Background: an optimization exercise with open tools, aiming at small area and a short achievable clock period. Do not read the settings as production practice. Only simulation tests tie the RTL to the original design; equivalence was not proved.

$ cat flow/config.mk
export PLATFORM = sky130hd
export DESIGN_NAME = dsp_acc
export DESIGN_NICKNAME = dsp_acc
export VERILOG_FILES = /design/flow/design.v
export SDC_FILE = /design/flow/constraint.sdc
export NUM_CORES = 4
export LEC_CHECK = 0
export CAP_MARGIN = 20
export CORE_MARGIN = 2
export CORE_UTILIZATION = 30
export SLEW_MARGIN = 20
$ cat flow/constraint.sdc
create_clock -name core_clock -period 14.0 [get_ports {clk}]
set_input_delay 2.8000 -clock core_clock [delete_from_list [all_inputs] [get_ports {clk}]]
set_output_delay 2.8000 -clock core_clock [all_outputs]
set_load 0.01 [all_outputs]
$ cat flow/run.sh
#!/bin/bash
# synth_recipe.tcl (not shown) runs the flow's synth.tcl, then flattens the netlist and writes it again
# the make line also repeats each setting of config.mk as NAME=value (left out here)
make -C /OpenROAD-flow-scripts/flow DESIGN_CONFIG=/design/flow/config.mk WORK_HOME=/design/flow/orfs CLKGATE_MAP_FILE= SYNTH_SCRIPT=/design/flow/synth_recipe.tcl finish
$ cat flow/design.v
module dsp_acc (
    input  wire        clk,
    input  wire        rst_n,
    input  wire        in_valid,
    input  wire [3:0]  in_op,      
    input  wire [1:0]  in_opc,     
    input  wire        in_conj,    
    input  wire        in_uf,      
    input  wire        in_us,      
    input  wire        in_pair,    
    input  wire [1:0]  in_an,      
    input  wire        in_w,       
    input  wire [5:0]  in_s,       
    input  wire        in_sat,     
    input  wire [31:0] in_a,       
    input  wire [31:0] in_b,       
    output reg         out_valid,
    output reg  [31:0] out_data,
    output reg         out_n,
    output reg         out_z,
    output reg         out_v,
    output reg         out_sticky
);
    localparam OP_CMAC = 4'd0;
    localparam OP_DMAC = 4'd1;
    localparam OP_STA  = 4'd2;
    localparam OP_CLR  = 4'd3;
    localparam OP_LDA  = 4'd4;
    localparam OP_LDAH = 4'd5;
    localparam OP_RDAL = 4'd6;
    localparam OP_RDAH = 4'd7;
    localparam OP_CLRS = 4'd8;    
    reg        q_valid;
    reg [3:0]  q_op;
    reg [1:0]  q_opc;
    reg        q_conj, q_uf, q_us, q_pair, q_w, q_sat;
    reg [1:0]  q_an;
    reg [5:0]  q_s;
    reg [31:0] q_a, q_b;
    always @(posedge clk) begin
        if (!rst_n)
            q_valid <= 1'b0;
        else
            q_valid <= in_valid;
        q_op   <= in_op;
        q_opc  <= in_opc;
        q_conj <= in_conj;
        q_uf   <= in_uf;
        q_us   <= in_us;
        q_pair <= in_pair;
        q_an   <= in_an;
        q_w    <= in_w;
        q_s    <= in_s;
        q_sat  <= in_sat;
        q_a    <= in_a;
        q_b    <= in_b;
    end
    reg [47:0] acc [0:3];
    reg        f_n, f_z, f_v, f_sticky;
    wire signed [16:0] a_re = {q_uf ? 1'b0 : q_a[15], q_a[15:0]};
    wire signed [16:0] a_im = {q_uf ? 1'b0 : q_a[31], q_a[31:16]};
    wire signed [16:0] b_re = {q_us ? 1'b0 : q_b[15], q_b[15:0]};
    wire signed [16:0] b_im = {q_us ? 1'b0 : q_b[31], q_b[31:16]};
    wire signed [33:0] m_rr = a_re * b_re;
    wire signed [33:0] m_ii = a_im * b_im;
    wire signed [33:0] m_ri = a_re * b_im;
    wire signed [33:0] m_ir = a_im * b_re;
    reg signed [35:0] p_even, p_odd;
    always @* begin
        if (q_op == OP_DMAC) begin
            p_even = m_rr;
            p_odd  = m_ii;
        end else if (q_conj) begin
            p_even = m_rr + m_ii;       
            p_odd  = m_ri - m_ir;       
        end else begin
            p_even = m_rr - m_ii;       
            p_odd  = m_ri + m_ir;       
        end
    end
    wire [1:0] ev_idx = {q_pair, 1'b0};
    wire [1:0] od_idx = {q_pair, 1'b1};
    function [48:0] accum;    
        input [47:0] a;
        input signed [35:0] p;
        input [1:0] opc;
        input sat;
        reg signed [49:0] v;
        reg ovf;
        begin
            case (opc)
                2'd0: v = $signed(a) + p;
                2'd1: v = $signed(a) - p;
                2'd2: v = p;
                default: v = -p;
            endcase
            ovf = (v > 50'sh0_7FFF_FFFF_FFFF) || (v < -50'sh0_8000_0000_0000);
            if (ovf && sat)
                accum = {1'b1, v[49] ? 48'h8000_0000_0000 : 48'h7FFF_FFFF_FFFF};
            else
                accum = {ovf, v[47:0]};
        end
    endfunction
    wire [48:0] r_even = accum(acc[ev_idx], p_even, q_opc, q_sat);
    wire [48:0] r_odd  = accum(acc[od_idx], p_odd,  q_opc, q_sat);
    function [32:0] narrow;   
        input [47:0] v;
        input [5:0] s;
        input wide;           
        input sat;
        reg signed [48:0] q;
        reg [47:0] rmask, rem, half;
        reg up, ovf;
        begin
            q     = $signed({v[47], v}) >>> s;
            rmask = (48'd1 << s) - 48'd1;
            rem   = v & rmask;
            half  = (s == 6'd0) ? 48'd0 : (48'd1 << (s - 6'd1));
            up    = (s != 6'd0) && ((rem > half) || (rem == half && q[0]));
            q     = q + {48'd0, up};
            if (wide)
                ovf = (q > 49'sh0_0000_7FFF_FFFF) || (q < -49'sh0_0000_8000_0000);
            else
                ovf = (q > 49'sh0_0000_0000_7FFF) || (q < -49'sh0_0000_0000_8000);
            if (ovf && sat)
                narrow = {1'b1, wide ? (q[48] ? 32'h8000_0000 : 32'h7FFF_FFFF)
                                     : (q[48] ? 32'h0000_8000 : 32'h0000_7FFF)};
            else
                narrow = {ovf, q[31:0]};
        end
    endfunction
    wire [32:0] n_single = narrow(acc[q_an],   q_s, 1'b1, q_sat);
    wire [32:0] n_even   = narrow(acc[ev_idx], q_s, 1'b0, q_sat);
    wire [32:0] n_odd    = narrow(acc[od_idx], q_s, 1'b0, q_sat);
    reg [47:0] ld_val;
    reg [31:0] res_data;
    reg        nx_n, nx_z, nx_v, nx_sticky;
    integer i;
    always @* begin
        nx_n      = f_n;
        nx_z      = f_z;
        nx_v      = f_v;
        nx_sticky = f_sticky;
        res_data  = 32'd0;
        ld_val    = acc[q_an];
        case (q_op)
            OP_CMAC, OP_DMAC: begin
                nx_n = r_even[47];
                nx_z = (r_even[47:0] == 48'd0);
                nx_v = r_even[48] | r_odd[48];
            end
            OP_STA: begin
                if (q_w) begin
                    res_data = {n_odd[15:0], n_even[15:0]};
                    nx_n = n_even[15];
                    nx_z = (n_even[15:0] == 16'd0);
                    nx_v = n_even[32] | n_odd[32];
                end else begin
                    res_data = n_single[31:0];
                    nx_n = n_single[31];
                    nx_z = (n_single[31:0] == 32'd0);
                    nx_v = n_single[32];
                end
            end
            OP_CLR:  ld_val = 48'd0;
            OP_LDA:  ld_val = {{16{q_a[31]}}, q_a};
            OP_LDAH: ld_val = {q_a[15:0], acc[q_an][31:0]};
            OP_RDAL: res_data = acc[q_an][31:0];
            OP_RDAH: res_data = {{16{acc[q_an][47]}}, acc[q_an][47:32]};
            default: ;
        endcase
        if (q_op == OP_CLRS)
            nx_sticky = 1'b0;
        else if ((q_op == OP_CMAC || q_op == OP_DMAC || q_op == OP_STA) && nx_v)
            nx_sticky = 1'b1;
    end
    always @(posedge clk) begin
        if (!rst_n) begin
            for (i = 0; i < 4; i = i + 1)
                acc[i] <= 48'd0;
            f_n       <= 1'b0;
            f_z       <= 1'b0;
            f_v       <= 1'b0;
            f_sticky  <= 1'b0;
            out_valid <= 1'b0;
        end else begin
            out_valid <= q_valid;
            if (q_valid) begin
                case (q_op)
                    OP_CMAC, OP_DMAC: begin
                        acc[ev_idx] <= r_even[47:0];
                        acc[od_idx] <= r_odd[47:0];
                    end
                    OP_CLR, OP_LDA, OP_LDAH:
                        acc[q_an] <= ld_val;
                    default: ;
                endcase
                f_n      <= nx_n;
                f_z      <= nx_z;
                f_v      <= nx_v;
                f_sticky <= nx_sticky;
            end
        end
        out_data   <= res_data;
        out_n      <= nx_n;
        out_z      <= nx_z;
        out_v      <= nx_v;
        out_sticky <= nx_sticky;
    end
endmodule
==> run summary <==
-- what timing repair did --
item | 4_1_cts | 5_1_grt
hold endpoints to repair | 0 | 0
buffers inserted | 0 | 8
resized for setup | 5 | 82
hold buffers | 0 | 0
setup endpoints to repair | 94 | 200
pin swaps | 0 | 5
cloned | 0 | 1
-- placed cells by master (no fill, tap or decap), types with 42 or more instances in the layout --
cell and n:
sky130_fd_sc_hd__inv_1 1511, sky130_fd_sc_hd__nand2_1 1330, sky130_fd_sc_hd__fa_1 1189, sky130_fd_sc_hd__nor2_1 762, sky130_fd_sc_hd__ha_1 750, sky130_fd_sc_hd__a21oi_1 689, sky130_fd_sc_hd__and2_1 575, sky130_fd_sc_hd__o21ai_0 491
sky130_fd_sc_hd__buf_4 486, sky130_fd_sc_hd__xnor2_1 345, sky130_fd_sc_hd__mux2i_1 297, sky130_fd_sc_hd__mux2_2 213, sky130_fd_sc_hd__mux4_2 207, sky130_fd_sc_hd__edfxtp_1 192, sky130_fd_sc_hd__nor3_1 188, sky130_fd_sc_hd__a21o_1 171
sky130_fd_sc_hd__nand3_1 170, sky130_fd_sc_hd__o22ai_1 158, sky130_fd_sc_hd__nand2b_1 141, sky130_fd_sc_hd__nor2b_1 140, sky130_fd_sc_hd__xor2_1 135, sky130_fd_sc_hd__clkdlybuf4s50_1 123, sky130_fd_sc_hd__o211ai_1 117, sky130_fd_sc_hd__a211oi_1 110
sky130_fd_sc_hd__nand4_1 98, sky130_fd_sc_hd__o31ai_1 95, sky130_fd_sc_hd__or3_1 76, sky130_fd_sc_hd__dfxtp_1 75, sky130_fd_sc_hd__a31oi_1 74, sky130_fd_sc_hd__nor4_1 73, sky130_fd_sc_hd__o21bai_1 68, sky130_fd_sc_hd__o21a_1 65
sky130_fd_sc_hd__and3_1 57, sky130_fd_sc_hd__a22oi_1 53, sky130_fd_sc_hd__clkbuf_16 51, sky130_fd_sc_hd__o21ai_1 46, sky130_fd_sc_hd__or2_2 44, sky130_fd_sc_hd__o221ai_1 44, sky130_fd_sc_hd__a21boi_0 42
-- layout make-up --
cell class | count | area [sq um]
repair buffers | 636 | 5300
well taps | 4536 | 5675
inverters | 1527 | 5738
multi-input cells | 9777 | 85250
clock buffers | 62 | 1371
fillers | 35800 | 226900
repair inverters | 1 | 5.005
clock inverters | 31 | 317.8
diodes | 19 | 47.55
flip-flops and latches | 318 | 8384
-- cells in the mapped netlist (all sizes together) (41+ instances only) --
cell type and count:
inv 1521, ha 754, xnor2 348, edfxtp 192
dfxtp 126, fa 1190, o31ai 96, xor2 137
mux2 226, and3 57, a22o 41, nand2 1337
a21oi 695, o22ai 158, nor2 773, a21o 171
mux4 207, o211ai 117, clkbuf 574, o221ai 44
a31oi 76, a22oi 54, nand3 173, nand2b 144
nor2b 144, buf 163, o21bai 69, mux2i 300
a211oi 115, and2 579, o21ai 545, nor3 199
or2 50, o21a 65, nand4 98, a21boi 47
nor4 81, or3 78
-- layer usage --
metal,share of wire,track usage
met1,0.40,0.3578
met2,0.42,0.4215
met3,0.094,0.06485
met4,0.083,0.1861
met5,0.00028,0
-- path summary, 6_finish.rpt --
kind                endpoint  slack (ns)  cells past startpoint
setup / recovery  acc[0][14]        0.68                     50
hold / removal      f_sticky        0.45                      2
setup reg to reg  acc[0][14]        0.68                     50
hold reg to reg     f_sticky        0.45                      2
-- per-stage QoR --
stage          worst slack [ns]  cell area, sq um
5_1_grt                -0.03971            112000
2_1_floorplan            0.6466            101900
6_report                 0.6793            112100
3_5_place_dp            -0.2290            109900
4_1_cts                  0.1210            111600
3_3_place_gp           -0.05878            109900
-- registers in the layout, indices dropped and copies added, names as in the netlist, 2 cells and up --
| name | count |
|---|---|
| acc | 192 |
| out_data | 32 |
| q_a | 32 |
| q_an | 2 |
| q_b | 32 |
| q_op | 4 |
| q_opc | 2 |
| q_s | 6 |
-- cells by family after synthesis --
group | count (synthesis) | synth area share
mux | 733 | 0.1002
xor+xnor | 486 | 0.04191
simple gates | 3880 | 0.1864
buf+inv | 2264 | 0.08692
flops | 318 | 0.08133
compound gates | 2734 | 0.1769
fa+ha+maj | 1944 | 0.3264
-- worst min-delay path: stages, from the launching register on --
cell and delay [ns]:
sky130_fd_sc_hd__dfxtp_1 0.29, sky130_fd_sc_hd__inv_1 0.06, sky130_fd_sc_hd__a21oi_1 0.06
==> impl_results.md <==
* Origin of the worst setup path: q_b[23]
* Routed len/inst at 29.26 um
* Worst Setup End Kind: flip-flop
* Top area cells in the synthesized netlist: sky130_fd_sc_hd__fa_1 23%, sky130_fd_sc_hd__ha_1 9.3%, sky130_fd_sc_hd__edfxtp_1 5.7%
* Required @ worst endpoint at 14.62 ns
* Synthesized flop and latch total at 318
* Proportion of layout cells with a drive suffix above 1 at 0.1042
* Clock insertion delay at the later pin of the skew report at 0.76 ns
* Sequential cell area fraction in the yosys report at 0.08133
* Die Footprint at 344,300 sq um
* Library cell with the largest summed area after synthesis: sky130_fd_sc_hd__fa_1
* Total gr overflow at 0
* Period minus WS final at 13.32 ns
* Origin of the critical flop-to-flop path: q_b[23]
* Wire length of the first global-routing pass at 706.6 mm
* Via count of the first global-routing pass at 95,540
* Layout overhead on the synthesized area at 10.00%
* Number of enable flip-flop cells after synthesis at 192
* Initial core utilization at 0.3006
* Half-perimeter wire length of the detailed placement result at 405.3 mm
* Number of different library cells in the post-synthesis netlist at 119
* Vias post-DR at 98,110
* Util after Layout at 0.3307
* Max-Cap Viols at 0
* Total count of max-transition violations in the final report at 0
* CTS tree: done
* Count of nets left with antenna violations after detail routing at 0
* Synthesized netlist cell count at 12,360
* Setup_tns at 0 ns
* Detailed-route vias per instance at 5.803
* Cell at the root of the clock tree: sky130_fd_sc_hd__clkbuf_16
* Post-Route Skew at 0.06069 ns
* Std-Cell Core Area at 339,000 sq um
* Part of the cycle the worst path needs at 0.9515
* Max transition margin at 0.1005
* CP Launch Type: flip-flop
* Cts bufs inserted at 50
* Max H-tree Level at 2
* Horizontal die dimension at 586.8 um
* Tightest Hold Check Type: reg2reg
* Fraction of synthesis flops using an asynchronous set or reset pin at 0
* Run status: finished clean
* Last weighted congestion value of the routability-driven placer at 1.069
* Synth top area share at 0.2338
* Die extent in y at 586.8 um
* Peak per-stage delay on the critical path at 0.58 ns
* Pin count of the biggest net entering global routing at 139
* FP Rows at 214
* Count of synthesis-stage warnings from yosys at 1
* Number of antenna violations at the first check in global routing at 38
* # nets final at 14,340
* Post-Layout Cell Count at 16,910
* Number of placed cells counting well taps at 16,780
* Final setup violation count at 0
* Slowest-stage cell, CP: sky130_fd_sc_hd__or4_1
* Overall routed net length at 494.8 mm
* Post-synth net total at 14,390
* Fmax at 75.07 MHz
* Final worst hold slack at 0.4524 ns
* Hold_sp: f_sticky
* Crit Path Max Fanout at 15
* Worst path buffer plus inverter count at 8
* Count of buffers inserted at the top-level ports at 123
* Clock-pin slew reported for the worst setup and hold paths after clock tree synthesis at 0.06 ns
* Top flip-flop cell by instance count after synthesis: sky130_fd_sc_hd__edfxtp_1
* Category of the most critical setup path: reg2reg
* Count of final hold-check violations at 0
* Total DRC errors in the routed layout at 0
* Total number of clock tree sinks at 318
* Number of search-and-repair iterations in the first detailed-routing pass at 7
* Iteration-0 DRC Markers at 11,820
* Data arrival time of the critical path at 13.94 ns
* Synthesized area at 101,900 sq um
* Top cell family by delay on the critical path: adder cells
* Gr usage total at 0.2802
* Synthesized area per cell at 8.245 sq um
* Transition at the pin with the smallest max-transition slack at 1.312 ns
* Boundary Pins at 124
* Cell occurring most often along the worst timing path: sky130_fd_sc_hd__fa_1
* Longest Clk Path Bufs at 3

==> afterwards: timing with drivers on the ports <==
No port has a modelled driver above. Below, the same layout with a new extraction and two added sets of constraints.
Step 1 assumes that a clkbuf_16 drives the clock port and a buf_2 every other input.
Step 2 moves the port delays by t, midway between the first and last clock arrival at a register: inputs arrive t later, outputs are due t later. That takes back most of the time a late clock gives input paths.
Slacks: no drivers / after step 1 / after step 2; pairs: no drivers / after step 1.
t (ns): 0.828
setup WS [ns]: 0.679 / 0.679 / 0.679
clock arrival spread, ns: 0.064 / 0.063
After both steps setup and hold are still met in this run. For this run, drivers alone change the setup slack by 0.000 ns; drivers and shift together by 0.000 ns.
